Source: an optimization exercise on an open RTL-to-GDS flow (aim: small area). Production flows keep margins and buffers that such runs may drop. Where RTL was checked, it was by simulation tests only, not by an equivalence proof against the original. Only the layout flow was run in run 2; the RTL was not checked for function there. No activity file was given, so power comes from the tool's default toggle rates.

==> flow/design.v (outline; a module is shown in full before it is edited, if it fits) <==
// module bp_exec: 524 lines
// module bp_mul: 755 lines
module bp_exec (
    input  wire         clk,
    input  wire         rst,           
    input  wire         in_valid,
    input  wire [127:0] in_insn,
    input  wire [15:0]  in_opa,        
    input  wire [15:0]  in_opb,        
    input  wire [15:0]  in_opc,        
    input  wire [15:0]  in_opd,        
    output reg          out_valid,
    output reg          out_we,        
    output reg  [15:0]  out_data,
    output reg          out_ext,       
    output reg          out_lat3,      
    output reg          out_heavy,     
    output reg          out_illegal,   
    output reg          out_format,    
    output reg          out_tap,       
    output reg          out_chk,       
    output reg  [3:0]   out_rd,        
    output reg  [3:0]   out_rdbit      
);
  // ...
==> flow/flow/run.sh <==
#!/bin/bash
# Own layout flow: the standard ORFS flow (standard.sh) with
#  - synthesis by flow/synth.tcl (standard synthesis, area-oriented mapping),
#  - port buffers of the smallest buffer cell (every port still buffered).
# The whole make output goes to flow_make.log; ORFS's per-step logs stay in
# orfs/logs.
set -euo pipefail
W=$(pwd)
bash standard.sh "SYNTH_SCRIPT=$W/flow/synth.tcl" \
    "BUFFER_PORTS_ARGS=-buffer_cell sky130_fd_sc_hd__buf_1" \
    finish > "$W/flow_make.log" 2>&1
==> flow/flow/area.abc <==
strash
&get -n
&deepsyn -T 60
&put
dc2
dch -f
amap -F 2 -A 8
topo
==> flow/flow/synth.tcl <==
set my_dir [file dirname [file normalize [info script]]]
proc synth {args} { yosys synth -nofsm -noshare -noabc {*}$args }
proc abc {args} {
  global my_dir
  set i [lsearch -exact $args -script]
  if {$i >= 0} { set args [lreplace $args [expr {$i+1}] [expr {$i+1}] $my_dir/area.abc] }
  yosys abc {*}$args
}
source $::env(SCRIPTS_DIR)/synth.tcl
# left out here: clear keep_hierarchy, flatten, clean up, hide names made inside functions, write 1_2_yosys.v
==> flow/standard.sh <==
#!/bin/bash
# synth_recipe.tcl (not shown) runs the flow's synth.tcl, then flattens the netlist and writes it again
# the make line also repeats each setting of config.mk as NAME=value (left out here)
make -C /OpenROAD-flow-scripts/flow DESIGN_CONFIG=/design/flow/config.mk WORK_HOME=/design/flow/orfs CLKGATE_MAP_FILE= SYNTH_SCRIPT=/design/flow/synth_recipe.tcl "${@:-finish}"
==> flow/config.mk <==
export PLATFORM = sky130hd
export DESIGN_NAME = bp_exec
export DESIGN_NICKNAME = bp_exec
export VERILOG_FILES = /design/flow/design.v
export SDC_FILE = /design/flow/constraint.sdc
export NUM_CORES = 4
export LEC_CHECK = 0
export CAP_MARGIN = 20
export CORE_MARGIN = 2
export CORE_UTILIZATION = 40
export SLEW_MARGIN = 20
==> flow/constraint.sdc <==
create_clock -name core_clock -period 18.0 [get_ports {clk}]
set_input_delay 3.6000 -clock core_clock [delete_from_list [all_inputs] [get_ports {clk}]]
set_output_delay 3.6000 -clock core_clock [all_outputs]
set_load 0.01 [all_outputs]
==> run notes, run 1 <==
total power draw between 2 and 2.5 mW; most crowded layer after global routing met2; P_leak between 6 and 7 nW; fraction of synthesized area in multiplexers 0%; Num CTS Buffers 9; clock-cell share of area 1.84%; 1st-pass router iterations 9; count of flip-flops with a built-in enable after synthesis 0; Tmin final 17.62 ns; global placer's final weighted congestion 1.09; Synth Area in XOR/XNOR less than 1%; fraction of power consumed by sequential logic 8.8%; status complete, no violations; Final period util 97.9%; cell type contributing the most total cell area after synthesis sky130_fd_sc_hd__fa_1; Synth Area in Compound Gates 29.6%; hold buffer count at CTS 0; most common library cell in the layout ignoring fill and taps sky130_fd_sc_hd__nor2_1; gate count of the mapped netlist about 2,000; leading cell types by count after synthesis 512 x sky130_fd_sc_hd__nor2_1, 243 x sky130_fd_sc_hd__fa_1, 196 x sky130_fd_sc_hd__o22ai_1; WHS between 0.3 and 0.4 ns; total area of multi-input combinational cells 13,700 µm²; Setup Total Neg Slack 0 ns; number of sequential cells in the layout 66; max-cap viol count 0; top fanout value on the critical path 6; CTS tree built; later-pin clock latency in the skew report about 0.36 ns; met3 global-route usage between 10% and 20%; Layout Cell Area excl Fill around 19,000 µm²; YS warnings 1
==> module bp_exec, before the edit <==
module bp_exec (
    input  wire         clk,
    input  wire         rst,           
    input  wire         in_valid,
    input  wire [127:0] in_insn,
    input  wire [15:0]  in_opa,        
    input  wire [15:0]  in_opb,        
    input  wire [15:0]  in_opc,        
    input  wire [15:0]  in_opd,        
    output reg          out_valid,
    output reg          out_we,        
    output reg  [15:0]  out_data,
    output reg          out_ext,       
    output reg          out_lat3,      
    output reg          out_heavy,     
    output reg          out_illegal,   
    output reg          out_format,    
    output reg          out_tap,       
    output reg          out_chk,       
    output reg  [3:0]   out_rd,        
    output reg  [3:0]   out_rdbit      
);
    wire [5:0]  opc   = in_insn[127:122];
    wire        f_tap = in_insn[121];
    wire        f_chk = in_insn[120];
    wire [1:0]  f_rsv = in_insn[119:118];
    wire [7:0]  aux   = in_insn[117:110];
    wire [15:0] imm   = in_insn[109:94];
    wire [5:0]  sub   = in_insn[93:88];
    wire [21:0] src_a = in_insn[87:66];
    wire [21:0] src_b = in_insn[65:44];
    wire [21:0] src_c = in_insn[43:22];
    wire [21:0] src_d = in_insn[21:0];
    localparam [5:0] OP_NOP    = 6'h00, OP_LUT4  = 6'h01, OP_LUT4E = 6'h02,
                     OP_GMUX   = 6'h03, OP_RED   = 6'h04, OP_CONST = 6'h05,
                     OP_ADD    = 6'h10, OP_ADDC  = 6'h11, OP_SUB   = 6'h12,
                     OP_SUBB   = 6'h13, OP_AND   = 6'h14, OP_OR    = 6'h15,
                     OP_XOR    = 6'h16, OP_WLUT2 = 6'h17, OP_SHL   = 6'h18,
                     OP_SHR    = 6'h19, OP_SAR   = 6'h1A, OP_ROT   = 6'h1B,
                     OP_CMPEQ  = 6'h1C, OP_CMPLTU= 6'h1D, OP_CMPLTS= 6'h1E,
                     OP_MUX2W  = 6'h1F, OP_INS   = 6'h20, OP_EXT   = 6'h21,
                     OP_SEXT   = 6'h22, OP_CAT8  = 6'h23, OP_MUL   = 6'h28,
                     OP_MULH   = 6'h29, OP_BRD   = 6'h2A, OP_BWR   = 6'h2B,
                     OP_DREQ   = 6'h2C, OP_DWR   = 6'h2D, OP_DGET  = 6'h2E,
                     OP_XOUT   = 6'h30, OP_XIN   = 6'h31, OP_QPUSH = 6'h32,
                     OP_QPOP   = 6'h33, OP_QSTAT = 6'h34, OP_SYNC  = 6'h38,
                     OP_CHECK  = 6'h39, OP_SREQ  = 6'h3A, OP_FINISH= 6'h3B;
    reg [3:0] dep16;
    reg [2:0] dep8;
    integer i, k;
    always @* begin
        dep16 = 4'b0000;
        dep8  = 3'b000;
        for (k = 0; k < 4; k = k + 1)
            for (i = 0; i < 16; i = i + 1)
                if (imm[i] != imm[i ^ (1 << k)])
                    dep16[k] = 1'b1;
        for (k = 0; k < 3; k = k + 1)
            for (i = 0; i < 8; i = i + 1)
                if (imm[i] != imm[i ^ (1 << k)])
                    dep8[k] = 1'b1;
    end
    reg        reserved;
    reg [5:0]  sub_mask;
    reg [7:0]  aux_mask;
    reg [15:0] imm_mask;
    reg [3:0]  rd;        
    reg [3:0]  rdbit;     
    reg        ext;       
    reg        handled;   
    reg [2:0]  xpath;
    reg [2:0]  lane;
    always @* begin
        reserved = 1'b0;
        sub_mask = 6'h00;
        aux_mask = 8'h00;
        imm_mask = 16'h0000;
        rd       = 4'b0000;
        rdbit    = 4'b0000;
        ext      = 1'b0;
        handled  = 1'b0;
        xpath    = aux[7:5];
        lane     = aux[4:2];
        case (opc)
            OP_NOP: ;
            OP_LUT4: begin
                handled  = 1'b1;
                imm_mask = 16'hFFFF;
                rd       = dep16;
                rdbit    = dep16;
            end
            OP_LUT4E: begin
                handled  = 1'b1;
                reserved = (sub > 6'd1);
                sub_mask = 6'h3F;
                imm_mask = 16'h00FF;
                rd       = {1'b1, dep8};
                rdbit    = {1'b1, dep8};
            end
            OP_GMUX: begin
                ext      = 1'b1;
                reserved = (sub > 6'd1) || (aux[7:4] == 4'h0);
                sub_mask = 6'h3F;
                aux_mask = 8'hFF;
                imm_mask = (aux[3:0] == 4'h0) ? 16'h07FF : 16'h0000;
                rd       = 4'b1111;
                rdbit    = (sub == 6'd1) ? 4'b0000 : 4'b1111;
            end
            OP_RED: begin
                handled  = 1'b1;
                reserved = (sub[1:0] == 2'd3);
                sub_mask = 6'h1F;
                imm_mask = 16'hFFFF;
                case (sub[4:3])
                    2'd0: rd = 4'b0001;
                    2'd1: rd = 4'b0011;
                    2'd2: rd = 4'b0111;
                    default: rd = 4'b1111;
                endcase
            end
            OP_CONST: begin
                handled  = 1'b1;
                imm_mask = 16'hFFFF;
            end
            OP_ADD, OP_SUB: begin
                handled  = 1'b1;
                reserved = (sub > 6'd2);
                sub_mask = 6'h3F;
                imm_mask = 16'h000F;
                rd       = 4'b0011;
            end
            OP_ADDC, OP_SUBB: begin
                handled  = 1'b1;
                reserved = (sub > 6'd2);
                sub_mask = 6'h3F;
                imm_mask = 16'h000F;
                rd       = 4'b0111;
                rdbit    = 4'b0100;
            end
            OP_AND, OP_OR, OP_XOR, OP_CAT8: begin
                handled  = 1'b1;
                reserved = (sub > 6'd3);
                sub_mask = 6'h3F;
                rd       = 4'b0011;
            end
            OP_WLUT2: begin
                handled  = 1'b1;
                imm_mask = 16'h000F;
                rd       = 4'b0011;
            end
            OP_SHL, OP_SHR: begin
                handled  = 1'b1;
                reserved = (sub > 6'd3);
                sub_mask = 6'h3F;
                imm_mask = sub[0] ? 16'h0000 : 16'h000F;
                rd       = {1'b0, sub[1], sub[0], 1'b1};
            end
            OP_SAR, OP_ROT: begin
                handled  = 1'b1;
                reserved = (sub > 6'd1);
                sub_mask = 6'h3F;
                imm_mask = sub[0] ? 16'h0000 : 16'h000F;
                rd       = {1'b0, 1'b0, sub[0], 1'b1};
            end
            OP_CMPEQ, OP_CMPLTU, OP_CMPLTS: begin
                handled  = 1'b1;
                reserved = (sub > 6'd3);
                sub_mask = 6'h3F;
                rd       = {1'b0, sub[1], 2'b11};
                rdbit    = {1'b0, sub[1], 2'b00};
            end
            OP_MUX2W: begin
                handled  = 1'b1;
                rd       = 4'b0111;
                rdbit    = 4'b0100;
            end
            OP_INS: begin
                handled  = 1'b1;
                imm_mask = 16'h00FF;
                rd       = 4'b0011;
            end
            OP_EXT: begin
                handled  = 1'b1;
                imm_mask = 16'h00FF;
                rd       = 4'b0001;
            end
            OP_SEXT: begin
                handled  = 1'b1;
                imm_mask = 16'h000F;
                rd       = 4'b0001;
            end
            OP_MUL: begin
                handled  = 1'b1;
                rd       = 4'b0011;
            end
            OP_MULH: begin
                handled  = 1'b1;
                reserved = (sub > 6'd3);
                sub_mask = 6'h3F;
                rd       = 4'b0011;
            end
            OP_BRD: begin
                ext      = 1'b1;
                reserved = (sub > 6'd2);
                sub_mask = 6'h3F;
                aux_mask = 8'h0F;
                imm_mask = (sub == 6'd0) ? 16'h0000 : 16'h7FFF;
                rd       = {3'b000, sub != 6'd1};
            end
            OP_BWR: begin
                ext      = 1'b1;
                reserved = (sub[1:0] == 2'd3);
                sub_mask = 6'h07;
                aux_mask = 8'h0F;
                imm_mask = (sub[1:0] == 2'd0) ? 16'h0000 : 16'h7FFF;
                rd       = {1'b0, sub[2], 1'b1, sub[1:0] != 2'd1};
                rdbit    = {1'b0, sub[2], 2'b00};
            end
            OP_DREQ: begin
                ext      = 1'b1;
                aux_mask = 8'h0F;
                rd       = 4'b0011;
            end
            OP_DWR: begin
                ext      = 1'b1;
                reserved = (sub > 6'd1);
                sub_mask = 6'h3F;
                aux_mask = 8'h0F;
                imm_mask = 16'h000F;
                rd       = {sub[0], 3'b111};
                rdbit    = {sub[0], 3'b000};
            end
            OP_DGET: begin
                ext      = 1'b1;
                reserved = (sub > 6'd1);
                sub_mask = 6'h3F;
                aux_mask = 8'h0F;
                imm_mask = 16'h000F;
            end
            OP_XOUT: begin
                ext      = 1'b1;
                reserved = (xpath == 3'd7) ||
                           (xpath == 3'd0 && sub[1:0] == 2'd3) ||
                           (xpath != 3'd0 && sub[1:0] != 2'd0);
                sub_mask = 6'h07;
                aux_mask = 8'hFF;
                imm_mask = 16'h7FFF;
                rd       = {2'b00, sub[2], 1'b1};
                rdbit    = {2'b00, sub[2], 1'b0};
            end
            OP_XIN: begin
                ext      = 1'b1;
                aux_mask = 8'h1F;
            end
            OP_QPUSH, OP_QPOP: begin
                ext      = 1'b1;
                reserved = (lane == 3'd3 && sub > 6'd1) || (lane > 3'd4);
                sub_mask = (lane == 3'd3) ? 6'h3F : 6'h00;
                aux_mask = 8'h1F;
                rd       = {2'b00, lane == 3'd3 && sub[0], opc == OP_QPUSH};
                rdbit    = {2'b00, lane == 3'd3 && sub[0], 1'b0};
            end
            OP_QSTAT: begin
                ext      = 1'b1;
                aux_mask = 8'h03;
            end
            OP_SYNC: begin
                ext      = 1'b1;
                reserved = (sub > 6'd1);
                sub_mask = 6'h3F;
                aux_mask = 8'h03;
                rd       = 4'b0001;
            end
            OP_CHECK: begin
                ext      = 1'b1;
                reserved = (sub > 6'd3);
                sub_mask = 6'h3F;
                imm_mask = 16'hFFFF;
                rd       = {2'b00, sub[0], 1'b1};
                rdbit    = {2'b00, sub[0], 1'b1};
            end
            OP_SREQ: begin
                ext      = 1'b1;
                reserved = (sub > 6'd1);
                sub_mask = 6'h3F;
                imm_mask = 16'h00FF;
                rd       = {2'b00, sub[0], 1'b1};
                rdbit    = 4'b0001;
            end
            OP_FINISH: begin
                ext      = 1'b1;
                reserved = (sub > 6'd1);
                sub_mask = 6'h3F;
                imm_mask = 16'hFFFF;
                rd       = {2'b00, sub[0], 1'b1};
                rdbit    = 4'b0001;
            end
            default: reserved = 1'b1;
        endcase
    end
    wire [21:0] src [0:3];
    assign src[0] = src_a;
    assign src[1] = src_b;
    assign src[2] = src_c;
    assign src[3] = src_d;
    reg src_bad;
    integer j;
    always @* begin
        src_bad = 1'b0;
        for (j = 0; j < 4; j = j + 1) begin
            if (!rd[j] && src[j] != 22'd0)
                src_bad = 1'b1;
            if (rd[j] && !rdbit[j] && src[j][3:0] != 4'd0)
                src_bad = 1'b1;
        end
    end
    wire format = !reserved &&
                  ((f_rsv != 2'b00) ||
                   ((sub & ~sub_mask) != 6'd0) ||
                   ((aux & ~aux_mask) != 8'd0) ||
                   ((imm & ~imm_mask) != 16'd0) ||
                   (opc == OP_NOP && f_chk) ||
                   src_bad);
    wire [15:0] wa = in_opa;
    wire [15:0] wb = in_opb;
    wire [15:0] wc = in_opc;
    wire [15:0] wd = in_opd;
    wire ba = wa[src_a[3:0]];
    wire bb = wb[src_b[3:0]];
    wire bc = wc[src_c[3:0]];
    wire bd = wd[src_d[3:0]];
    wire g_lo   = (opc[5:4] == 2'b00);           
    wire g_mid  = (opc[5:4] == 2'b01);           
    wire g_hi   = opc[5];                        
    wire g_arith = g_mid && (opc[3:2] == 2'b00);  
    wire g_logic = g_mid && (opc[3:2] == 2'b01);  
    wire g_shift = g_mid && (opc[3:2] == 2'b10);  
    wire g_cmp   = g_mid && (opc[3:2] == 2'b11);  
    wire       lut_r    = imm[{bd & ~opc[1], bc, bb, ba}];
    wire       lut4e_en = bd ^ sub[0];
    wire        red_e1 = (sub[4:3] != 2'd0);
    wire        red_e2 = sub[4];
    wire        red_e3 = (sub[4:3] == 2'd3);
    wire [15:0] red_b  = wb & {16{red_e1}};
    wire [15:0] red_c  = wc & {16{red_e2}};
    wire [15:0] red_d  = wd & {16{red_e3}};
    wire [15:0] red_o  = wa | red_b | red_c | red_d;
    wire [15:0] red_a  = wa & (wb | {16{~red_e1}}) & (wc | {16{~red_e2}}) &
                         (wd | {16{~red_e3}});
    wire [15:0] red_x  = wa ^ red_b ^ red_c ^ red_d;
    wire        red_or  = |(red_o & imm);
    wire        red_and = &(red_a | ~imm);
    wire        red_xor = ^(red_x & imm);
    wire        red_r   = (sub[1] ? red_xor : sub[0] ? red_or : red_and) ^ sub[2];
    wire        ad_inv = g_cmp | opc[1];
    wire        ad_cin = ad_inv ^ (~g_cmp & opc[0] & bc);
    wire [15:0] ad_y   = wb ^ {16{ad_inv}};
    wire [16:0] ad_c;
    wire [15:0] ad_s;
    assign ad_c[0] = ad_cin;
    genvar gi;
    generate
        for (gi = 0; gi < 16; gi = gi + 1) begin : g_add
            assign ad_s[gi]   = wa[gi] ^ ad_y[gi] ^ ad_c[gi];
            assign ad_c[gi+1] = (wa[gi] & ad_y[gi]) | (wa[gi] & ad_c[gi]) |
                                (ad_y[gi] & ad_c[gi]);
        end
    endgenerate
    wire [3:0]  ad_top = g_cmp ? 4'd15 : imm[3:0];
    wire        c_w    = ad_c[{1'b0, ad_top} + 5'd1];
    wire        c_wm   = ad_c[ad_top];
    wire        ad_co  = c_w ^ ad_inv;
    wire        ad_ov  = c_w ^ c_wm;
    wire        ad_flag = sub[1] ? ad_ov : ad_co;
    wire [15:0] th_lo;
    generate
        for (gi = 0; gi < 16; gi = gi + 1) begin : g_th
            assign th_lo[gi] = (gi <= imm[3:0]);
        end
    endgenerate
    wire eq  = (ad_s == 16'd0);
    wire ltu = ad_co;
    wire lts = ad_co ^ wa[15] ^ wb[15];
    wire cmp_b = (opc[1:0] == 2'd0) ? eq : (opc[1] ? lts : ltu);
    wire cmp_t = sub[1] ? ((opc[1:0] == 2'd0) ? (cmp_b & bc) : (cmp_b | (eq & bc))) : cmp_b;
    wire cmp_r = cmp_t ^ sub[0];
    reg  [3:0] lt;
    always @* begin
        if (opc[3]) begin
            lt = bc ? 4'b1100 : 4'b1010;              
        end else begin
            case (opc[1:0])
                2'd0: lt = 4'b1000;                   
                2'd1: lt = 4'b1110;                   
                2'd2: lt = 4'b0110;                   
                default: lt = imm[3:0];               
            endcase
            if (opc[1:0] != 2'd3) begin
                if (sub[1]) lt = {lt[1:0], lt[3:2]};
                if (sub[0]) lt = ~lt;
            end
        end
    end
    reg [15:0] lut2_r;
    always @* begin
        for (i = 0; i < 16; i = i + 1)
            lut2_r[i] = lt[{wb[i], wa[i]}];
    end
    wire        sh_left = g_shift ? ~(opc[1] ^ opc[0]) : (opc[1:0] == 2'd0);   
    wire        sh_rot  = g_shift & opc[1] & opc[0];
    wire        sh_sar  = g_shift & opc[1] & ~opc[0];
    wire [4:0]  sh_n    = (g_shift & sub[0]) ? wb[4:0] : {1'b0, imm[3:0]};
    wire        sh_big  = sh_n[4] & ~sh_rot;
    wire [15:0] sh_f    = sh_rot ? wa : (sub[1] & g_shift) ? wc : 16'h0000;
    wire        sh_sign = sh_sar & wa[15];
    wire [15:0] sh_lw   = g_hi ? wb : wa;            
    reg  [15:0] w_lo, w_hi;
    always @* begin
        if (sh_left) begin
            w_hi = sh_big ? sh_f : sh_lw;
            w_lo = sh_big ? 16'h0000 : sh_f;
        end else begin
            w_hi = sh_sar ? {16{sh_sign}} : sh_big ? 16'h0000 : sh_f;
            w_lo = sh_big ? (sh_sar ? {16{sh_sign}} : sh_f) : wa;
        end
    end
    wire [3:0]  sh_k  = sh_n[3:0] ^ {4{sh_left}};
    wire [30:0] sh_w  = sh_left ? {w_hi, w_lo[15:1]} : {w_hi[14:0], w_lo};
    wire [22:0] sh_w8 = sh_k[3] ? sh_w[30:8]  : sh_w[22:0];
    wire [18:0] sh_w4 = sh_k[2] ? sh_w8[22:4] : sh_w8[18:0];
    wire [16:0] sh_w2 = sh_k[1] ? sh_w4[18:2] : sh_w4[16:0];
    wire [15:0] sh_o  = sh_k[0] ? sh_w2[16:1] : sh_w2[15:0];
    wire [15:0] th_w;    
    wire [4:0]  f_end = {1'b0, imm[3:0]} + {1'b0, imm[7:4]};
    wire [15:0] th_e;    
    generate
        for (gi = 0; gi < 16; gi = gi + 1) begin : g_fm
            assign th_w[gi] = (gi <= imm[7:4]);
            assign th_e[gi] = (gi <= f_end);
        end
    endgenerate
    wire [15:0] f_mask = th_e & ~{1'b0, th_lo[15:1]};
    wire [15:0] ins_r  = (wa & ~f_mask) | (sh_o & f_mask);
    wire [15:0] ext_r  = sh_o & th_w;
    wire [15:0] sext_r = (wa & th_lo) | ({16{sh_o[0]}} & ~th_lo);
    wire [15:0] cat8_r = {sub[1] ? wb[15:8] : wb[7:0], sub[0] ? wa[15:8] : wa[7:0]};
    wire [31:0] mul_p;
    bp_mul u_mul (.a(wa), .b(wb), .sa(sub[0]), .sb(sub[1]), .p(mul_p));
    reg [15:0] word_r;
    always @* begin
        if (g_hi) begin
            if (opc[3])
                word_r = opc[0] ? mul_p[31:16] : mul_p[15:0];
            else case (opc[1:0])
                2'd0:    word_r = ins_r;
                2'd1:    word_r = ext_r;
                2'd2:    word_r = sext_r;
                default: word_r = cat8_r;
            endcase
        end else if (g_lo) begin
            word_r = imm;                                    
        end else case (opc[3:2])
            2'd0:    word_r = ad_s & th_lo;                  
            2'd1:    word_r = lut2_r;                        
            2'd2:    word_r = sh_o;                          
            default: word_r = lut2_r;                        
        endcase
    end
    reg bit_r;
    reg is_bit;
    always @* begin
        if (g_lo) begin
            is_bit = !(opc[2] & opc[0]);
            bit_r  = opc[2] ? red_r : lut_r;
        end else if (g_arith) begin
            is_bit = (sub[1:0] != 2'd0);
            bit_r  = ad_flag;
        end else begin
            is_bit = g_cmp & ~(opc[1] & opc[0]);
            bit_r  = cmp_r;
        end
    end
    wire [15:0] result = is_bit ? {15'd0, bit_r} : word_r;
    wire we = handled && !reserved && !(opc == OP_LUT4E && !lut4e_en);
    reg         s1_valid, s1_we, s1_ext, s1_lat3, s1_heavy, s1_illegal;
    reg         s1_format, s1_tap, s1_chk;
    reg [15:0]  s1_data;
    reg [3:0]   s1_rd, s1_rdbit;
    always @(posedge clk) begin
        if (rst)
            s1_valid <= 1'b0;
        else
            s1_valid <= in_valid;
        s1_we      <= we;
        s1_data    <= result;
        s1_ext     <= ext && !reserved;
        s1_lat3    <= !reserved && (opc == OP_MUL || opc == OP_MULH ||
                                    opc == OP_BRD || opc == OP_QPOP);
        s1_heavy   <= (opc >= OP_MUL) && (opc <= OP_DGET);
        s1_illegal <= reserved;
        s1_format  <= format;
        s1_tap     <= f_tap && !reserved;
        s1_chk     <= f_chk && !reserved && (opc != OP_NOP);
        s1_rd      <= reserved ? 4'b0000 : rd;
        s1_rdbit   <= reserved ? 4'b0000 : rdbit;
    end
    always @(posedge clk) begin
        if (rst)
            out_valid <= 1'b0;
        else
            out_valid <= s1_valid;
        out_we      <= s1_we;
        out_data    <= s1_data;
        out_ext     <= s1_ext;
        out_lat3    <= s1_lat3;
        out_heavy   <= s1_heavy;
        out_illegal <= s1_illegal;
        out_format  <= s1_format;
        out_tap     <= s1_tap;
        out_chk     <= s1_chk;
        out_rd      <= s1_rd;
        out_rdbit   <= s1_rdbit;
    end
endmodule
==> run 2: changes to the inputs <==
--- a/flow/design.v
+++ b/flow/design.v
@@ -440,17 +440,20 @@
         end
     endgenerate
     wire [15:0] f_mask = th_e & ~{1'b0, th_lo[15:1]};
     wire [15:0] ins_r  = (wa & ~f_mask) | (sh_o & f_mask);
     wire [15:0] ext_r  = sh_o & th_w;
     wire [15:0] sext_r = (wa & th_lo) | ({16{sh_o[0]}} & ~th_lo);
     wire [15:0] cat8_r = {sub[1] ? wb[15:8] : wb[7:0], sub[0] ? wa[15:8] : wa[7:0]};
     wire [31:0] mul_p;
-    bp_mul u_mul (.a(wa), .b(wb), .sa(sub[0]), .sb(sub[1]), .p(mul_p));
+    wire        mul_c16;
+    bp_mul u_mul (.a(wa), .b(wb), .sa(sub[0]), .sb(sub[1]), .p(mul_p),
+                  .carry16(mul_c16));
+    wire        mulh_inc = g_hi & opc[3] & opc[0] & mul_c16;
     reg [15:0] word_r;
     always @* begin
         if (g_hi) begin
             if (opc[3])
                 word_r = opc[0] ? mul_p[31:16] : mul_p[15:0];
             else case (opc[1:0])
                 2'd0:    word_r = ins_r;
                 2'd1:    word_r = ext_r;
@@ -478,61 +481,72 @@
         end else begin
             is_bit = g_cmp & ~(opc[1] & opc[0]);
             bit_r  = cmp_r;
         end
     end
     wire [15:0] result = is_bit ? {15'd0, bit_r} : word_r;
     wire we = handled && !reserved && !(opc == OP_LUT4E && !lut4e_en);
     reg         s1_valid, s1_we, s1_ext, s1_lat3, s1_heavy, s1_illegal;
-    reg         s1_format, s1_tap, s1_chk;
+    reg         s1_format, s1_tap, s1_chk, s1_inc;
     reg [15:0]  s1_data;
     reg [3:0]   s1_rd, s1_rdbit;
     always @(posedge clk) begin
         if (rst)
             s1_valid <= 1'b0;
         else
             s1_valid <= in_valid;
         s1_we      <= we;
         s1_data    <= result;
+        s1_inc     <= mulh_inc;
         s1_ext     <= ext && !reserved;
         s1_lat3    <= !reserved && (opc == OP_MUL || opc == OP_MULH ||
                                     opc == OP_BRD || opc == OP_QPOP);
         s1_heavy   <= (opc >= OP_MUL) && (opc <= OP_DGET);
         s1_illegal <= reserved;
         s1_format  <= format;
         s1_tap     <= f_tap && !reserved;
         s1_chk     <= f_chk && !reserved && (opc != OP_NOP);
         s1_rd      <= reserved ? 4'b0000 : rd;
         s1_rdbit   <= reserved ? 4'b0000 : rdbit;
     end
+    wire [16:0] s1_ic;
+    wire [15:0] s1_data_inc;
+    assign s1_ic[0] = s1_inc;
+    generate
+        for (gi = 0; gi < 16; gi = gi + 1) begin : g_inc
+            assign s1_data_inc[gi] = s1_data[gi] ^ s1_ic[gi];
+            assign s1_ic[gi+1]     = s1_data[gi] & s1_ic[gi];
+        end
+    endgenerate
     always @(posedge clk) begin
         if (rst)
             out_valid <= 1'b0;
         else
             out_valid <= s1_valid;
         out_we      <= s1_we;
-        out_data    <= s1_data;
+        out_data    <= s1_data_inc;
         out_ext     <= s1_ext;
         out_lat3    <= s1_lat3;
         out_heavy   <= s1_heavy;
         out_illegal <= s1_illegal;
         out_format  <= s1_format;
         out_tap     <= s1_tap;
         out_chk     <= s1_chk;
         out_rd      <= s1_rd;
         out_rdbit   <= s1_rdbit;
     end
 endmodule
 module bp_mul (
     input  wire [15:0] a,
     input  wire [15:0] b,
     input  wire        sa,
     input  wire        sb,
-    output wire [31:0] p
+    output wire [31:0] p,
+    output wire        carry16
 );
     wire pp_0_0 = a[0] & b[0];
     wire pp_0_1 = a[1] & b[0];
     wire pp_0_2 = a[2] & b[0];
     wire pp_0_3 = a[3] & b[0];
     wire pp_0_4 = a[4] & b[0];
     wire pp_0_5 = a[5] & b[0];
     wire pp_0_6 = a[6] & b[0];
@@ -780,19 +794,19 @@
     wire pp_15_8 = (a[8] & b[15]) ^ sb;
     wire pp_15_9 = (a[9] & b[15]) ^ sb;
     wire pp_15_10 = (a[10] & b[15]) ^ sb;
     wire pp_15_11 = (a[11] & b[15]) ^ sb;
     wire pp_15_12 = (a[12] & b[15]) ^ sb;
     wire pp_15_13 = (a[13] & b[15]) ^ sb;
     wire pp_15_14 = (a[14] & b[15]) ^ sb;
     wire pp_15_15 = (a[15] & b[15]) ^ sa ^ sb;
-    wire k15 = sa ^ sb;
-    wire k16 = sa & sb;
-    wire k31 = sa | sb;
+    wire k15 = (sa ^ sb);
+    wire k16 = (sa & sb);
+    wire k31 = (sa | sb);
     wire s1 = pp_0_13 ^ pp_1_12;
     wire c2 = pp_0_13 & pp_1_12;
     wire s3 = pp_0_14 ^ pp_1_13 ^ pp_2_12;
     wire c4 = (pp_0_14 & pp_1_13) | (pp_0_14 & pp_2_12) | (pp_1_13 & pp_2_12);
     wire s5 = pp_3_11 ^ pp_4_10;
     wire c6 = pp_3_11 & pp_4_10;
     wire s7 = pp_0_15 ^ pp_1_14 ^ pp_2_13;
     wire c8 = (pp_0_15 & pp_1_14) | (pp_0_15 & pp_2_13) | (pp_1_14 & pp_2_13);
@@ -1239,18 +1253,20 @@
     assign p[12] = r0[12] ^ r1[12] ^ cc[12];
     assign cc[13] = (r0[12] & r1[12]) | (r0[12] & cc[12]) | (r1[12] & cc[12]);
     assign p[13] = r0[13] ^ r1[13] ^ cc[13];
     assign cc[14] = (r0[13] & r1[13]) | (r0[13] & cc[13]) | (r1[13] & cc[13]);
     assign p[14] = r0[14] ^ r1[14] ^ cc[14];
     assign cc[15] = (r0[14] & r1[14]) | (r0[14] & cc[14]) | (r1[14] & cc[14]);
     assign p[15] = r0[15] ^ r1[15] ^ cc[15];
     assign cc[16] = (r0[15] & r1[15]) | (r0[15] & cc[15]) | (r1[15] & cc[15]);
-    assign p[16] = r0[16] ^ r1[16] ^ cc[16];
-    assign cc[17] = (r0[16] & r1[16]) | (r0[16] & cc[16]) | (r1[16] & cc[16]);
+    assign carry16 = cc[16];
+    wire cz16 = 1'b0;
+    assign p[16] = r0[16] ^ r1[16] ^ cz16;
+    assign cc[17] = (r0[16] & r1[16]) | (r0[16] & cz16) | (r1[16] & cz16);
     assign p[17] = r0[17] ^ r1[17] ^ cc[17];
     assign cc[18] = (r0[17] & r1[17]) | (r0[17] & cc[17]) | (r1[17] & cc[17]);
     assign p[18] = r0[18] ^ r1[18] ^ cc[18];
     assign cc[19] = (r0[18] & r1[18]) | (r0[18] & cc[18]) | (r1[18] & cc[18]);
     assign p[19] = r0[19] ^ r1[19] ^ cc[19];
     assign cc[20] = (r0[19] & r1[19]) | (r0[19] & cc[19]) | (r1[19] & cc[19]);
     assign p[20] = r0[20] ^ r1[20] ^ cc[20];
     assign cc[21] = (r0[20] & r1[20]) | (r0[20] & cc[20]) | (r1[20] & cc[20]);
==> run notes, run 2 <==
later-pin clock latency in the skew report 0.34 ns (was 0.36 ns); DRC violations left 0 (unchanged); Tmin final 15.80 ns (was 17.62 ns); hpwl dp 73.9 mm (was 77.7 mm); met2 routed WL 38.8 mm (was 40.9 mm); count of input and output buffers 227 (unchanged); type of element capturing the critical path register (unchanged); Highest Signal Layer met5 (unchanged); worst slew pin tran 1.23 ns (was 1.22 ns); dominant synthesized flop cell sky130_fd_sc_hd__dfxtp_1 (unchanged); asr flop ratio synth 0% (unchanged); Root Buffer sky130_fd_sc_hd__clkbuf_16 (unchanged); layout overhead on the synthesized area 14.9% (was 19.0%); 1st-pass router iterations 6 (was 9); Largest regs out_data: 16 flops, s1_data: 16 flops (unchanged); vertical extent of the die 204 µm (was 202 µm); Via Count 20,300 (was 20,700); Die X-Extent 204 µm (was 202 µm); count of flip-flops with a built-in enable after synthesis 0 (unchanged); register bit total from synthesis 67 (was 66); total number of nets in the final design 2,946 (was 2,938); Post-Route WL 93.8 mm (was 100 mm); power per cell area 124 nW/µm² (about the same); IR Drop Worst-Case VDD 0.254 mV (was 0.282 mV); number of resized instances in the post-cts repair step 0 (was 10); Unique masters post-synth 51 (was 49); met1 WL 36.6 mm (was 35.2 mm); maximum number of pins on one net before global-route repair 30 (was 31); initial core utilization 40.4% (was 40.5%); Longest Clk Path Bufs 2 (unchanged); average cell area after synthesis 7.56 µm² (was 7.61 µm²); most common library cell in the layout ignoring fill and taps sky130_fd_sc_hd__nor2_1 (unchanged); number of buffers inserted to repair setup after CTS 0 (was 1); antenna violations before repair 9 (was 3); leading cell types by count after synthesis 559 x sky130_fd_sc_hd__nor2_1, 242 x sky130_fd_sc_hd__fa_1, 188 x sky130_fd_sc_hd__o22ai_1 (was 512 x sky130_fd_sc_hd__nor2_1, 243 x sky130_fd_sc_hd__fa_1, 196 x sky130_fd_sc_hd__o22ai_1); first-iteration detailed-routing DRC count 3,168 (was 3,195); share of cells above drive strength 1 3.87% (was 7.67%); GRT overflow 0 (unchanged); WL met3 12.2 mm (was 14.9 mm); leading cell types in the layout, fill and taps excluded 556 x sky130_fd_sc_hd__nor2_1, 242 x sky130_fd_sc_hd__fa_1, 227 x sky130_fd_sc_hd__buf_1 (was 510 x sky130_fd_sc_hd__nor2_1, 230 x sky130_fd_sc_hd__fa_1, 221 x sky130_fd_sc_hd__buf_1); CTS tree built (unchanged); path class of the lowest-slack min-delay path reg -> reg (unchanged); # setup viols final 0 (unchanged); kind of start point of the critical path input pin (unchanged); DR vias/cell 6.86 (was 7.01); final core utilization 46.5% (was 48.2%); floorplan die area 41,600 µm² (was 40,700 µm²); mapped cell area 16,000 µm² (was 15,600 µm²); share of the yosys chip area belonging to registers 8.39% (was 8.44%); area of the core region 39,500 µm² (was 38,600 µm²); clock transition time at the flip-flop clock pins of the worst setup and hold paths 0.07 ns (was 0.06 ns); Rel. slew slack 17.1% (was 18.5%); critical path class in -> reg (unchanged); Max Clock Skew 0.0133 ns (was 0.00996 ns); global placer's final weighted congestion 1.10 (was 1.09); Final period util 87.8% (was 97.9%); YS warnings 1 (unchanged); setup repair after global routing missed its margin false (unchanged); most common cell type on the critical path sky130_fd_sc_hd__fa_1 (unchanged); H-tree depth 3 (unchanged); Max Clock Freq 0.0633 GHz (was 0.0567 GHz); signal arrival time at the worst endpoint 16.08 ns (was 17.87 ns); portion of synthesized cell area occupied by the leading cell type 30.3% (was 31.1%); standard cell with the maximum stage delay on the critical path sky130_fd_sc_hd__clkinv_1 (was sky130_fd_sc_hd__fa_1); top fanout value on the critical path 15 (was 6); number of clock sinks 67 (was 66); hold buffer count at CTS 0 (unchanged); standard-cell rows 73 (was 72); Num CTS Buffers 9 (unchanged); number of placed I/O pins 228 (unchanged); cell with the most instances after synthesis sky130_fd_sc_hd__nor2_1 (unchanged); top post-synthesis cells by area sky130_fd_sc_hd__fa_1 30%, sky130_fd_sc_hd__nor2_1 13%, sky130_fd_sc_hd__dfxtp_1 8.4%, sky130_fd_sc_hd__o22ai_1 7.4%, sky130_fd_sc_hd__ha_1 6.5% (was sky130_fd_sc_hd__fa_1 31%, sky130_fd_sc_hd__nor2_1 12%, sky130_fd_sc_hd__dfxtp_1 8.4%, sky130_fd_sc_hd__o22ai_1 7.8%, sky130_fd_sc_hd__ha_1 5.4%); gate count of the mapped netlist 2,116 (was 2,056); Setup Total Neg Slack 0 ns (unchanged); worst-case register-to-register setup slack 14.58 ns (was 17.49 ns); via count of the first global-routing pass 19,800 (was 20,300); max-cap viol count 0 (unchanged); global-route total usage across every layer 44.5% (was 48.2%); cell type contributing the most total cell area after synthesis sky130_fd_sc_hd__fa_1 (unchanged); Hold Violations, Final 0 (unchanged); average wire per standard cell 31.7 µm (was 33.8 µm); Critical Path RT 18.28 ns (was 18.25 ns); Synthesized Nets 2,636 (was 2,561); status complete, no violations (unchanged); number of nets still failing antenna checks after routing 0 (unchanged); Slowest Stage Delay on Critical Path 0.65 ns (was 0.52 ns); global-route wire length before repair 135 mm (was 142 mm); final max-slew violation count 0 (unchanged); P_leak 6.87 nW (was 6.98 nW)
## run 2: cell count changes after synthesis, moves of 14 or more
cell,before,now
sky130_fd_sc_hd__nor2_1,512,559
sky130_fd_sc_hd__a21oi_1,113,153
sky130_fd_sc_hd__a221oi_1,27,11
sky130_fd_sc_hd__o221ai_1,60,30
sky130_fd_sc_hd__ha_1,67,83
sky130_fd_sc_hd__o21ai_0,125,103
sky130_fd_sc_hd__nand2_1,132,101
sky130_fd_sc_hd__or2_0,10,24
## run 2: where the power goes
part	internal [mW]	switching (mW)
combinational	0.719	1.16
clock	0.110	0.0784
sequential	0.195	0.0167
total	1.02	1.26
## run 2: layout make-up
class | instances | area (µm²)
fillers | 4104 | 21200
multi-input cells | 1876 | 14000
repair buffers | 299 | 1390
flip-flops and latches | 67 | 1340
well taps | 525 | 657
inverters | 173 | 649
clock buffers | 9 | 225
clock inverters | 7 | 82.6
diodes | 5 | 12.5
## run 2: worst paths after layout
check	startpoint	endpoint	cells after the start
setup / recovery	in_opa[15]	s1_data[15]	32
hold / removal	s1_rdbit[1]	out_rdbit[1]	0
setup reg to reg	s1_inc	out_data[15]	17
hold reg to reg	s1_rdbit[1]	out_rdbit[1]	0
## run 2: routing by layer
metal	vias up	track usage, %
met5	-	0
met4	2	24.2
met3	361	12.2
met2	1707	64.0
met1	9841	60.5
li1	8406	-
## run 2: per-stage QoR
step	hold slack (ns)	instance area [µm²]	setup slack (ns)	power (mW)	std cells
after global placement	0.310	18100	2.03	2.02	2940
final	0.324	18400	2.20	2.28	2961
after global routing	0.332	18400	1.77	2.42	2959
after floorplan	0.310	16000	2.82	1.19	2116
after detailed placement	0.312	18100	1.79	2.03	2940
after CTS	0.328	18400	2.07	2.23	2956
## run 2: cells by family after synthesis
| group | Yosys count | synth area share, % |
|---|---|---|
| and+or+nand+nor | 855 | 22.4 |
| AOI/OAI and AO/OA | 696 | 28.3 |
| adders and majority gates | 325 | 36.8 |
| buffers and inverters | 173 | 4.06 |
| DFF | 67 | 8.39 |
## run 2: worst max-delay path: cells and delay by family
family                   cells  cell delay (ns)
buffers and inverters        3             1.41
adder cells (fa/ha/maj)     21             9.75
AO/OA/AOI/OAI                6             1.16
AND/OR/NAND/NOR              2             0.18
==> run 3: changes to the inputs <==
--- a/flow/design.v
+++ b/flow/design.v
@@ -325,7 +325,8 @@
     wire [15:0] wb = in_opb;
     wire [15:0] wc = in_opc;
     wire [15:0] wd = in_opd;
-    wire ba = wa[src_a[3:0]];
+    wire [3:0] ba_idx = opc[5] ? imm[3:0] : src_a[3:0];
+    wire ba = wa[ba_idx];
     wire bb = wb[src_b[3:0]];
     wire bc = wc[src_c[3:0]];
     wire bd = wd[src_d[3:0]];
@@ -412,7 +413,9 @@
     wire [4:0]  sh_n    = (g_shift & sub[0]) ? wb[4:0] : {1'b0, imm[3:0]};
     wire        sh_big  = sh_n[4] & ~sh_rot;
     wire [15:0] sh_f    = sh_rot ? wa : (sub[1] & g_shift) ? wc : 16'h0000;
-    wire        sh_sign = sh_sar & wa[15];
+    wire        sh_sext = g_hi & opc[1];                  
+    wire        sh_fill = sh_sar | sh_sext;
+    wire        sh_sign = sh_sext ? ba : (sh_sar & wa[15]);
     wire [15:0] sh_lw   = g_hi ? wb : wa;            
     reg  [15:0] w_lo, w_hi;
     always @* begin
@@ -420,8 +423,8 @@
             w_hi = sh_big ? sh_f : sh_lw;
             w_lo = sh_big ? 16'h0000 : sh_f;
         end else begin
-            w_hi = sh_sar ? {16{sh_sign}} : sh_big ? 16'h0000 : sh_f;
-            w_lo = sh_big ? (sh_sar ? {16{sh_sign}} : sh_f) : wa;
+            w_hi = sh_fill ? {16{sh_sign}} : sh_big ? 16'h0000 : sh_f;
+            w_lo = (sh_big | sh_sext) ? (sh_fill ? {16{sh_sign}} : sh_f) : wa;
         end
     end
     wire [3:0]  sh_k  = sh_n[3:0] ^ {4{sh_left}};
@@ -430,19 +433,21 @@
     wire [18:0] sh_w4 = sh_k[2] ? sh_w8[22:4] : sh_w8[18:0];
     wire [16:0] sh_w2 = sh_k[1] ? sh_w4[18:2] : sh_w4[16:0];
     wire [15:0] sh_o  = sh_k[0] ? sh_w2[16:1] : sh_w2[15:0];
-    wire [15:0] th_w;    
-    wire [4:0]  f_end = {1'b0, imm[3:0]} + {1'b0, imm[7:4]};
-    wire [15:0] th_e;    
+    wire [4:0]  f_hi = {1'b0, opc[0] ? 4'd0 : imm[3:0]} +
+                       {1'b0, opc[1] ? 4'd15 : imm[7:4]};
+    wire [15:0] f_le;    
+    wire [15:0] f_ge;    
     generate
         for (gi = 0; gi < 16; gi = gi + 1) begin : g_fm
-            assign th_w[gi] = (gi <= imm[7:4]);
-            assign th_e[gi] = (gi <= f_end);
+            assign f_le[gi] = (gi <= f_hi);
+            if (gi == 15)
+                assign f_ge[gi] = opc[0] | ~(opc[1] & th_lo[15]);
+            else
+                assign f_ge[gi] = opc[0] | ~(opc[1] ? th_lo[gi] : th_lo[gi+1]);
         end
     endgenerate
-    wire [15:0] f_mask = th_e & ~{1'b0, th_lo[15:1]};
-    wire [15:0] ins_r  = (wa & ~f_mask) | (sh_o & f_mask);
-    wire [15:0] ext_r  = sh_o & th_w;
-    wire [15:0] sext_r = (wa & th_lo) | ({16{sh_o[0]}} & ~th_lo);
+    wire [15:0] f_sel   = f_le & f_ge;
+    wire [15:0] field_r = (f_sel & sh_o) | (~f_sel & wa & {16{~opc[0]}});
     wire [15:0] cat8_r = {sub[1] ? wb[15:8] : wb[7:0], sub[0] ? wa[15:8] : wa[7:0]};
     wire [31:0] mul_p;
     wire        mul_c16;
@@ -454,12 +459,8 @@
         if (g_hi) begin
             if (opc[3])
                 word_r = opc[0] ? mul_p[31:16] : mul_p[15:0];
-            else case (opc[1:0])
-                2'd0:    word_r = ins_r;
-                2'd1:    word_r = ext_r;
-                2'd2:    word_r = sext_r;
-                default: word_r = cat8_r;
-            endcase
+            else
+                word_r = (opc[1:0] == 2'd3) ? cat8_r : field_r;
         end else if (g_lo) begin
             word_r = imm;                                    
         end else case (opc[3:2])
==> flow/flow/area.abc (replaced) <==
strash
&get -n
&deepsyn -T 60 -t
&put
dch -f
amap -F 2 -A 8
topo
--- a/flow/flow/synth.tcl
+++ b/flow/flow/synth.tcl
@@ -1,5 +1,6 @@
 set my_dir [file dirname [file normalize [info script]]]
 proc synth {args} { yosys synth -nofsm -noshare -noabc {*}$args }
+proc extract_fa {args} { yosys extract_fa -fa {*}$args }
 proc abc {args} {
   global my_dir
   set i [lsearch -exact $args -script]
--- a/flow/config.mk
+++ b/flow/config.mk
@@ -8,4 +8,6 @@
 export CAP_MARGIN = 20
 export CORE_MARGIN = 2
 export CORE_UTILIZATION = 40
+export CTS_BUF_LIST = sky130_fd_sc_hd__clkbuf_4
+export GPL_TIMING_DRIVEN = 0
 export SLEW_MARGIN = 20
==> run notes, run 3 <==
Via Count 19,800 (was 20,300); Highest Signal Layer met5 (unchanged); Slowest Stage Delay on Critical Path 1.05 ns (was 0.65 ns); leading cell types in the layout, fill and taps excluded 521 x sky130_fd_sc_hd__nor2_1, 242 x sky130_fd_sc_hd__fa_1, 216 x sky130_fd_sc_hd__buf_1 (was 556 x sky130_fd_sc_hd__nor2_1, 242 x sky130_fd_sc_hd__fa_1, 227 x sky130_fd_sc_hd__buf_1); power per cell area 125 nW/µm² (was 124 nW/µm²); later-pin clock latency in the skew report 0.40 ns (was 0.34 ns); Max Clock Freq 0.0570 GHz (was 0.0633 GHz); count of input and output buffers 227 (unchanged); Unique masters post-synth 53 (was 51); path class of the lowest-slack min-delay path reg -> reg (unchanged); gate count of the mapped netlist 2,008 (was 2,116); critical path class in -> reg (unchanged); Longest Clk Path Bufs 2 (unchanged); YS warnings 1 (unchanged); Tmin final 17.55 ns (was 15.80 ns); worst-case register-to-register setup slack 15.73 ns (was 14.58 ns); IR Drop Worst-Case VDD 0.155 mV (was 0.254 mV); area of the core region 37,300 µm² (was 39,500 µm²); max-cap viol count 0 (unchanged); hpwl dp 70.1 mm (was 73.9 mm); maximum number of pins on one net before global-route repair 30 (unchanged); met2 routed WL 37.7 mm (was 38.8 mm); share of the yosys chip area belonging to registers 8.92% (was 8.39%); CTS tree built (unchanged); number of buffers inserted to repair setup after CTS 0 (unchanged); initial core utilization 40.3% (was 40.4%); Largest regs out_data: 16 flops, s1_data: 16 flops (unchanged); antenna violations before repair 6 (was 9); Hold Violations, Final 0 (unchanged); kind of start point of the critical path input pin (unchanged); mapped cell area 15,000 µm² (was 16,000 µm²); Critical Path RT 18.25 ns (was 18.28 ns); dominant synthesized flop cell sky130_fd_sc_hd__dfxtp_1 (unchanged); share of cells above drive strength 1 2.79% (was 3.87%); 1st-pass router iterations 6 (unchanged); average wire per standard cell 35.0 µm (was 31.7 µm); via count of the first global-routing pass 18,700 (was 19,800); Max Clock Skew 0.00817 ns (was 0.0133 ns); Critical Path Stages 28 (was 32); count of flip-flops with a built-in enable after synthesis 0 (unchanged); signal arrival time at the worst endpoint 17.79 ns (was 16.08 ns); fillers 3,988 (was 4,104); sum of buffers and inverters on the critical path 2 (was 3); Root Buffer sky130_fd_sc_hd__clkbuf_4 (was sky130_fd_sc_hd__clkbuf_16); Layout Cell Area excl Fill 16,800 µm² (was 18,400 µm²); average cell area after synthesis 7.49 µm² (was 7.56 µm²); standard-cell rows 71 (was 73); Final period util 97.5% (was 87.8%); clock transition time at the flip-flop clock pins of the worst setup and hold paths 0.11 ns (was 0.07 ns); H-tree depth 3 (unchanged); number of placed I/O pins 228 (unchanged); cell type contributing the most total cell area after synthesis sky130_fd_sc_hd__fa_1 (unchanged); final core utilization 45.1% (was 46.5%); layout overhead on the synthesized area 12.0% (was 14.9%); Post-Route WL 95.8 mm (was 93.8 mm); GRT overflow 0 (unchanged); portion of synthesized cell area occupied by the leading cell type 32.2% (was 30.3%); Rel. slew slack 10.3% (was 17.1%); crit path from in_insn[89] (was in_opa[15]); status complete, no violations (unchanged); DRC violations left 0 (unchanged); number of resized instances in the post-cts repair step 0 (unchanged); standard cell with the maximum stage delay on the critical path sky130_fd_sc_hd__clkinv_2 (was sky130_fd_sc_hd__clkinv_1); global-route wire length before repair 133 mm (was 135 mm); met1 WL 35.8 mm (was 36.6 mm); Synthesized Nets 2,445 (was 2,636); # setup viols final 0 (unchanged); P_leak 5.93 nW (was 6.87 nW); setup repair after global routing missed its margin false (unchanged); Die X-Extent 198 µm (was 204 µm); Worst path top cell family by delay adder cells (unchanged); vertical extent of the die 198 µm (was 204 µm); first-iteration detailed-routing DRC count 3,376 (was 3,168); Num CTS Buffers 9 (unchanged); leading cell types by count after synthesis 524 x sky130_fd_sc_hd__nor2_1, 242 x sky130_fd_sc_hd__fa_1, 183 x sky130_fd_sc_hd__clkinv_1 (was 559 x sky130_fd_sc_hd__nor2_1, 242 x sky130_fd_sc_hd__fa_1, 188 x sky130_fd_sc_hd__o22ai_1); Critical Path Sink s1_data[14] (was s1_data[15]); most common cell type on the critical path sky130_fd_sc_hd__fa_1 (unchanged); total number of nets in the final design 2,691 (was 2,946); floorplan die area 39,200 µm² (was 41,600 µm²); final max-slew violation count 0 (unchanged); r2r startpoint s1_inc (unchanged); register bit total from synthesis 67 (unchanged); worst slew pin tran 1.35 ns (was 1.23 ns); Worst R2R End out_data[15] (unchanged); type of element capturing the critical path register (unchanged); DR vias/cell 7.24 (was 6.86); WL met3 15.8 mm (was 12.2 mm); most common library cell in the layout ignoring fill and taps sky130_fd_sc_hd__nor2_1 (unchanged); global-route total usage across every layer 47.9% (was 44.5%); asr flop ratio synth 0% (unchanged); R2R cell count 10 (was 17); number of nets still failing antenna checks after routing 0 (unchanged); number of clock sinks 67 (unchanged); global placer's final weighted congestion 1.09 (was 1.10); total power draw 2.11 mW (was 2.28 mW); hold buffer count at CTS 0 (unchanged); top post-synthesis cells by area sky130_fd_sc_hd__fa_1 32%, sky130_fd_sc_hd__nor2_1 13%, sky130_fd_sc_hd__dfxtp_1 8.9%, sky130_fd_sc_hd__o22ai_1 5.8%, sky130_fd_sc_hd__o21ai_0 5.0% (was sky130_fd_sc_hd__fa_1 30%, sky130_fd_sc_hd__nor2_1 13%, sky130_fd_sc_hd__dfxtp_1 8.4%, sky130_fd_sc_hd__o22ai_1 7.4%, sky130_fd_sc_hd__ha_1 6.5%); top fanout value on the critical path 29 (was 15); cell with the most instances after synthesis sky130_fd_sc_hd__nor2_1 (unchanged); Cell Area, Placed 16,600 µm² (was 18,100 µm²)
[run 3: cell types whose count changed in the layout (fill, tap and decap cells not counted), moves of 25 or more]
cell                      before  now
sky130_fd_sc_hd__ha_1         83    0
sky130_fd_sc_hd__nor3_1       73   48
sky130_fd_sc_hd__buf_4        72    1
sky130_fd_sc_hd__o22ai_1     188  139
sky130_fd_sc_hd__a21oi_1     153  118
sky130_fd_sc_hd__o21ai_0     101  145
sky130_fd_sc_hd__nor2_1      556  521
[run 3: worst min-delay path by stage]
stage / startpoint / endpoint / slack, ns / depth (start not counted)
detailed placement: s1_lat3 / out_lat3 / 0.31 / 0
global placement: s1_ext / out_ext / 0.31 / 0
global route: s1_rd[3] / out_rd[3] / 0.33 / 0
CTS: s1_rd[3] / out_rd[3] / 0.33 / 0
finish: s1_rd[3] / out_rd[3] / 0.33 / 0
floorplan: s1_chk / out_chk / 0.31 / 0
[run 3: final cells by class]
type	instances	area, µm²	area share (%)
Antenna cell	3	7.51	0.0446
Clock buffer	9	67.6	0.401
Clock inverter	7	67.6	0.401
Inverter	183	704	4.19
Multi-Input combinational cell	1758	13100	77.6
Sequential cell	67	1340	7.97
Tap cell	474	593	3.52
Timing Repair Buffer	235	991	5.89
[run 3: kinds of logic after synthesis]
kind of cell / Yosys count / synth area share (%)
and+or+nand+nor: 798 / 22.3
AOI/OAI and AO/OA: 715 / 31.8
xor gates and xnor gates: 3 / 0.175
buffers and inverters: 183 / 4.57
adders and majority gates: 242 / 32.2
DFF: 67 / 8.92
[run 3: metal layers]
metal,vias to the layer above,track usage (%)
met1,9482,63.1
met2,1947,66.1
met3,402,19.9
met5,-,0.894
li1,7966,-
met4,6,26.0
[run 3: where the power goes]
group	internal [mW]	total, mW	switching (mW)
Clock	0.0418	0.0936	0.0518
Combinational	0.690	1.81	1.12
Sequential	0.190	0.205	0.0152
Total	0.922	2.11	1.19
[run 3: metrics by stage]
step           setup WS, ns  instances  hold WS [ns]  setup TNS (ns)
3_5_place_dp          0.370       2715         0.312               0
3_3_place_gp          -1.23       2709         0.310           -4.02
5_1_grt               0.574       2734         0.333               0
4_1_cts               0.791       2731         0.333               0
6_report              0.453       2736         0.333               0
2_1_floorplan          2.88       2008         0.310               0
[run 3: worst reg2reg max path: cells and delay by family (launching register included)]
family,cells,cell delay [ns]
AO/OA/AOI/OAI,1,0.10
AND/OR/NAND/NOR,9,1.77
flip-flops,1,0.35
==> run 4: changes to the inputs <==
--- a/flow/config.mk
+++ b/flow/config.mk
@@ -8,6 +8,5 @@
 export CAP_MARGIN = 20
 export CORE_MARGIN = 2
 export CORE_UTILIZATION = 40
-export CTS_BUF_LIST = sky130_fd_sc_hd__clkbuf_4
 export GPL_TIMING_DRIVEN = 0
 export SLEW_MARGIN = 20
==> run notes, run 4 <==
cell with the most instances after synthesis sky130_fd_sc_hd__nor2_1 (unchanged); via count of the first global-routing pass 18,700 (about the same); Via Count 19,900 (was 19,800); number of clock sinks 67 (unchanged); global-route wire length before repair 133 mm (about the same); fraction of power consumed by sequential logic 9.4% (was 9.7%); # setup viols final 0 (unchanged); YS warnings 1 (unchanged); area of the core region 37,300 µm² (unchanged); top post-synthesis cells by area sky130_fd_sc_hd__fa_1 32%, sky130_fd_sc_hd__nor2_1 13%, sky130_fd_sc_hd__dfxtp_1 8.9%, sky130_fd_sc_hd__o22ai_1 5.8%, sky130_fd_sc_hd__o21ai_0 5.0% (unchanged); GRT overflow 0 (unchanged); status complete, no violations (unchanged); worst slew pin tran 1.34 ns (was 1.35 ns); Setup Total Neg Slack 0 ns (unchanged); vertical extent of the die 198 µm (unchanged); worst-case register-to-register setup slack 15.73 ns (about the same); register bit total from synthesis 67 (unchanged); critical path class in -> reg (unchanged); IR Drop Worst-Case VDD 0.154 mV (was 0.155 mV); number of resized instances in the post-cts repair step 0 (unchanged); Hold Violations, Final 0 (unchanged); leading cell types in the layout, fill and taps excluded 521 x sky130_fd_sc_hd__nor2_1, 242 x sky130_fd_sc_hd__fa_1, 216 x sky130_fd_sc_hd__buf_1 (unchanged); first-iteration detailed-routing DRC count 3,629 (was 3,376); count of input and output buffers 227 (unchanged); DRC violations left 0 (unchanged); area of all sequential standard cells 1340 µm² (unchanged); standard cell with the maximum stage delay on the critical path sky130_fd_sc_hd__clkinv_2 (unchanged); sum of buffers and inverters on the critical path 2 (unchanged); part of the total power dissipated in combinational logic 82.8% (was 85.8%); later-pin clock latency in the skew report 0.33 ns (was 0.40 ns); power per cell area 129 nW/µm² (was 125 nW/µm²); clock transition time at the flip-flop clock pins of the worst setup and hold paths 0.06 ns (was 0.11 ns); Critical Path Stages 28 (unchanged); kind of start point of the critical path input pin (unchanged); CTS tree built (unchanged); count of flip-flops with a built-in enable after synthesis 0 (unchanged); Root Buffer sky130_fd_sc_hd__clkbuf_16 (was sky130_fd_sc_hd__clkbuf_4); WHS 0.320 ns (was 0.333 ns); Num CTS Buffers 9 (unchanged); DR vias/cell 7.27 (was 7.24); Critical Path RT 18.16 ns (was 18.25 ns); internal power 990 µW (was 922 µW); total number of nets in the final design 2,691 (unchanged); Post-Route WL 96.0 mm (was 95.8 mm); initial core utilization 40.3% (unchanged); standard-cell rows 71 (unchanged); 1st-pass router iterations 9 (was 6); Synthesized Nets 2,445 (unchanged); portion of synthesized cell area occupied by the leading cell type 32.2% (unchanged); top fanout value on the critical path 29 (unchanged); dominant synthesized flop cell sky130_fd_sc_hd__dfxtp_1 (unchanged); H-tree depth 3 (unchanged); mapped cell area 15,000 µm² (unchanged); floorplan die area 39,200 µm² (unchanged); final max-slew violation count 0 (unchanged); average wire per standard cell 35.1 µm (was 35.0 µm); Layout Cell Area excl Fill 17,000 µm² (was 16,800 µm²); setup repair after global routing missed its margin false (unchanged); net switching power of the design 1.20 mW (was 1.19 mW); share of the yosys chip area belonging to registers 8.92% (unchanged); type of element capturing the critical path register (unchanged); cell type contributing the most total cell area after synthesis sky130_fd_sc_hd__fa_1 (unchanged); Die X-Extent 198 µm (unchanged); crit path from in_insn[89] (unchanged); Max Clock Skew 0.00518 ns (was 0.00817 ns); global placer's final weighted congestion 1.09 (unchanged); R2R cell count 10 (unchanged); most common cell type on the critical path sky130_fd_sc_hd__fa_1 (unchanged); Unique masters post-synth 53 (unchanged); Worst path top cell family by delay adder cells (unchanged); Tmin final 17.53 ns (was 17.55 ns); Critical Path Sink s1_data[14] (unchanged); average cell area after synthesis 7.49 µm² (unchanged); number of placed I/O pins 228 (unchanged); Largest regs out_data: 16 flops, s1_data: 16 flops (unchanged); antenna violations before repair 5 (was 6); Final period util 97.4% (was 97.5%); share of cells above drive strength 1 2.83% (was 2.79%); Slowest Stage Delay on Critical Path 1.05 ns (about the same); path class of the lowest-slack min-delay path reg -> reg (unchanged); Max Clock Freq 0.0570 GHz (about the same); final core utilization 45.6% (was 45.1%); P_leak 6.00 nW (was 5.93 nW); number of buffers inserted to repair setup after CTS 0 (unchanged); Cell Area, Placed 16,600 µm² (unchanged); fillers 3,962 (was 3,988); number of nets still failing antenna checks after routing 0 (unchanged); total area of multi-input combinational cells 13,100 µm² (unchanged); Worst R2R End out_data[15] (unchanged); asr flop ratio synth 0% (unchanged); leading cell types by count after synthesis 524 x sky130_fd_sc_hd__nor2_1, 242 x sky130_fd_sc_hd__fa_1, 183 x sky130_fd_sc_hd__clkinv_1 (unchanged); clock network fraction of total power 7.9% (was 4.4%); global-route total usage across every layer 48.0% (was 47.9%); maximum number of pins on one net before global-route repair 30 (unchanged); max-cap viol count 0 (unchanged); signal arrival time at the worst endpoint 17.69 ns (was 17.79 ns); gate count of the mapped netlist 2,008 (unchanged); Longest Clk Path Bufs 2 (unchanged); layout overhead on the synthesized area 13.1% (was 12.0%); r2r startpoint s1_inc (unchanged); hold buffer count at CTS 0 (unchanged); hpwl dp 70.1 mm (unchanged); Rel. slew slack 10.5% (was 10.3%); most common library cell in the layout ignoring fill and taps sky130_fd_sc_hd__nor2_1 (unchanged); Sw Share 54.8% (was 56.3%); total power draw 2.19 mW (was 2.11 mW)
run 4: cell counts after synthesis:
No cell type changed its count.
run 4: worst register-to-register path, delay by kind of cell, from the launching register on:
family           cells  cell delay [ns]
AND/OR/NAND/NOR      9             1.77
flip-flops           1             0.33
AO/OA/AOI/OAI        1             0.11
run 4: kinds of logic (layout without fill, tap and decap cells):
logic type      after synthesis  count (layout)  synth area share, %
fa+ha+maj                   242             242                 32.2
buf+inv                     183             434                 4.57
other cells                   0               2                    0
xor+xnor                      3               3                0.175
flops                        67              67                 8.92
simple gates                798             798                 22.3
compound gates              715             715                 31.8
run 4: stage by stage:
stage | worst slack [ns] | std cells
floorplan | 2.88 | 2008
global placement | -1.23 | 2709
detailed placement | 0.370 | 2715
CTS | 0.683 | 2731
global route | 0.478 | 2733
finish | 0.470 | 2735
run 4: layout make-up:
cell class	instances	share of cell area, %
antenna	2	0.0294
clock buffer	10	1.41
clock inverter	6	0.375
inverter	183	4.14
multi-input combinational	1758	76.8
sequential	67	7.89
tap	474	3.49
timing repair buffer	235	5.83
run 4: routing by layer:
layer | vias to the layer above | track usage [%] | part of all wire, %
met5 | - | 0.894 | 0.096
li1 | 7962 | - | -
met2 | 2040 | 66.8 | 40
met3 | 387 | 19.5 | 16
met1 | 9500 | 63.7 | 38
met4 | 8 | 24.6 | 6.3
run 4: how the worst min path moves through the flow:
stage	startpoint	to	slack, ns	cells after the start
5_1_grt	s1_rd[3]	out_rd[3]	0.32	0
3_3_place_gp	s1_ext	out_ext	0.31	0
2_1_floorplan	s1_chk	out_chk	0.31	0
3_5_place_dp	s1_lat3	out_lat3	0.31	0
4_1_cts	s1_heavy	out_heavy	0.32	0
6_report	s1_rdbit[1]	out_rdbit[1]	0.32	0
run 4: power by group through the flow:
stage                     logic (mW)  registers, mW  clock network [mW]
final                           1.81          0.206               0.172
after detailed placement        1.71          0.208                   0
after global routing            1.91          0.209               0.180
after floorplan                0.984          0.216                   0
after global placement          1.69          0.207                   0
after CTS                       1.73          0.206               0.175
==> run 5: changes to the inputs <==
==> flow/flow/area.abc (replaced) <==
strash
&get -n
&deepsyn -T 60 -t
&put
dch -f
amap -F 2 -A 8
strash
&get -n
&deepsyn -T 60 -t -S 7
&put
dch -f
amap -F 2 -A 8
topo
--- a/flow/config.mk
+++ b/flow/config.mk
@@ -8,5 +8,7 @@
 export CAP_MARGIN = 20
 export CORE_MARGIN = 2
 export CORE_UTILIZATION = 40
+export CTS_BUF_LIST = sky130_fd_sc_hd__clkbuf_4
 export GPL_TIMING_DRIVEN = 0
+export SETUP_SLACK_MARGIN = 0.3
 export SLEW_MARGIN = 20
==> run notes, run 5 <==
cell type contributing the most total cell area after synthesis sky130_fd_sc_hd__fa_1 (unchanged); # setup viols final 0 (unchanged); floorplan die area 38,800 µm² (was 39,200 µm²); mapped cell area 14,900 µm² (was 15,000 µm²); register bit total from synthesis 67 (unchanged); critical path class in -> reg (unchanged); terminating pin of the worst hold path out_rdbit[0] (was out_rdbit[1]); Num CTS Buffers 9 (unchanged); vertical extent of the die 197 µm (was 198 µm); H-tree depth 3 (unchanged); area of the core region 36,600 µm² (was 37,300 µm²); total power draw 2.26 mW (was 2.19 mW); GRT overflow 0 (unchanged); standard-cell rows 70 (was 71); status complete, no violations (unchanged); Die X-Extent 197 µm (was 198 µm); antenna violations before repair 5 (unchanged); global-route total usage across every layer 46.7% (was 48.0%); kind of start point of the critical path input pin (unchanged); most common cell type on the critical path sky130_fd_sc_hd__fa_1 (unchanged); Max Clock Skew 0.0131 ns (was 0.00518 ns); max-cap viol count 0 (unchanged); count of input and output buffers 227 (unchanged); average wire per standard cell 34.3 µm (was 35.1 µm); power per cell area 135 nW/µm² (was 129 nW/µm²); via count of the first global-routing pass 18,700 (about the same); Slowest Stage Delay on Critical Path 1.30 ns (was 1.05 ns); share of the yosys chip area belonging to registers 9.01% (was 8.92%); most common library cell in the layout ignoring fill and taps sky130_fd_sc_hd__nor2_1 (unchanged); number of nets still failing antenna checks after routing 0 (unchanged); Unique masters post-synth 56 (was 53); Setup Total Neg Slack 0 ns (unchanged); worst slew pin tran 1.33 ns (was 1.34 ns); gate count of the mapped netlist 1,978 (was 2,008); R2R cell count 10 (unchanged); type of element capturing the critical path register (unchanged); Root Buffer sky130_fd_sc_hd__clkbuf_4 (was sky130_fd_sc_hd__clkbuf_16); total number of nets in the final design 2,664 (was 2,691); r2r startpoint s1_inc (unchanged); Largest regs out_data: 16 flops, s1_data: 16 flops (unchanged); Worst R2R End out_data[15] (unchanged); number of instances on the worst hold path 0 (unchanged); worst-case register-to-register setup slack 15.76 ns (was 15.73 ns); number of placed cells counting well taps 2,682 (was 2,715); IR Drop Worst-Case VDD 0.413 mV (was 0.154 mV); leading cell types by count after synthesis 526 x sky130_fd_sc_hd__nor2_1, 242 x sky130_fd_sc_hd__fa_1, 179 x sky130_fd_sc_hd__clkinv_1 (was 524 x sky130_fd_sc_hd__nor2_1, 242 x sky130_fd_sc_hd__fa_1, 183 x sky130_fd_sc_hd__clkinv_1); setup repair after global routing missed its margin false (unchanged); count of flip-flops with a built-in enable after synthesis 0 (unchanged); number of placed I/O pins 228 (unchanged)
## run 5: how the worst max path moves through the flow
stage | from | endpoint | slack [ns] | depth (start not counted)
6_report | in_opb[7] | s1_data[15] | 0.49 | 32
2_1_floorplan | in_insn[88] | s1_data[15] | 2.46 | 32
3_3_place_gp | in_insn[88] | s1_data[15] | -0.74 | 33
3_5_place_dp | in_opa[8] | s1_data[15] | 0.04 | 32
5_1_grt | in_opb[7] | s1_data[15] | 0.31 | 32
4_1_cts | in_insn[88] | s1_data[15] | 0.52 | 34
## run 5: layer usage
metal	share of wire [%]	track usage [%]	routed length, µm	up-vias
met5	0.014	0	13	-
met3	16	18.0	14900	433
met2	40	66.3	37200	1956
met4	7.1	25.9	6560	2
met1	37	60.8	33900	9523
li1	-	-	-	7871
## run 5: per-stage QoR
| stage | hold slack [ns] | util, % |
|---|---|---|
| final | 0.322 | 45.6 |
| after global placement | 0.311 | 44.6 |
| after floorplan | 0.310 | - |
| after detailed placement | 0.312 | 45.1 |
| after CTS | 0.325 | 45.5 |
| after global routing | 0.325 | 45.6 |
## run 5: kinds of logic after synthesis
| group | count (synthesis) | share of synthesized area (%) |
|---|---|---|
| xor+xnor | 4 | 0.235 |
| simple gates | 804 | 22.7 |
| buf+inv | 179 | 4.51 |
| flops | 67 | 9.01 |
| fa+ha+maj | 242 | 32.5 |
| compound gates | 682 | 31.0 |
## run 5: worst max-delay path, delay by kind of cell
kind,cells,cell delay [ns]
AOI/OAI and AO/OA,5,0.97
adders and majority gates,20,9.63
and+or+nand+nor,4,1.25
buffers and inverters,3,2.30
## run 5: final cells by class
cell class	instances	area, µm²	share of cell area, %
Tap cell	468	586	3.50
Timing Repair Buffer	238	1000	6.00
Clock inverter	7	75.1	0.449
Clock buffer	9	67.6	0.404
Inverter	179	692	4.14
Sequential cell	67	1340	8.03
Antenna cell	3	7.51	0.0449
Multi-Input combinational cell	1732	12900	77.4
## run 5: power by group
part	leakage (nW)	switching, mW	internal, mW
Combinational	5.29	1.24	0.714
Clock	0.0706	0.0546	0.0430
Sequential	0.555	0.0156	0.191
Total	5.91	1.31	0.948
## run 5: timing repair
item,CTS,global route
endpoints found under the setup margin,0,1
buffers inserted,0,0
gates resized for setup,0,4
endpoints found under the hold margin,0,0
hold buffers,0,0

## re-timing with driven ports
No port has a modelled driver above. Below, the same layouts with a new extraction and two added sets of constraints. Step 1: set_driving_cell puts a clkbuf_16 on clk and a buf_2 on each other input, an assumption about the parent block. Step 2 also shifts input and output timing later by t, the mid clock arrival at the registers, as if the neighbouring blocks saw the same clock. Three values: no drivers, after step 1, after step 2; two values: the first two.
| run | t (ns) | setup WS [ns] |
|---|---|---|
| run 1 | 0.391 | 0.378 / 0.391 / 0.001 |
| run 2 | 0.381 | 2.200 / 2.161 / 1.781 |
| run 3 | 0.428 | 0.453 / 0.447 / 0.018 |
| run 4 | 0.362 | 0.470 / 0.469 / 0.107 |
| run 5 | 0.429 | 0.485 / 0.481 / 0.052 |
After both steps setup and hold are still met in every run listed.
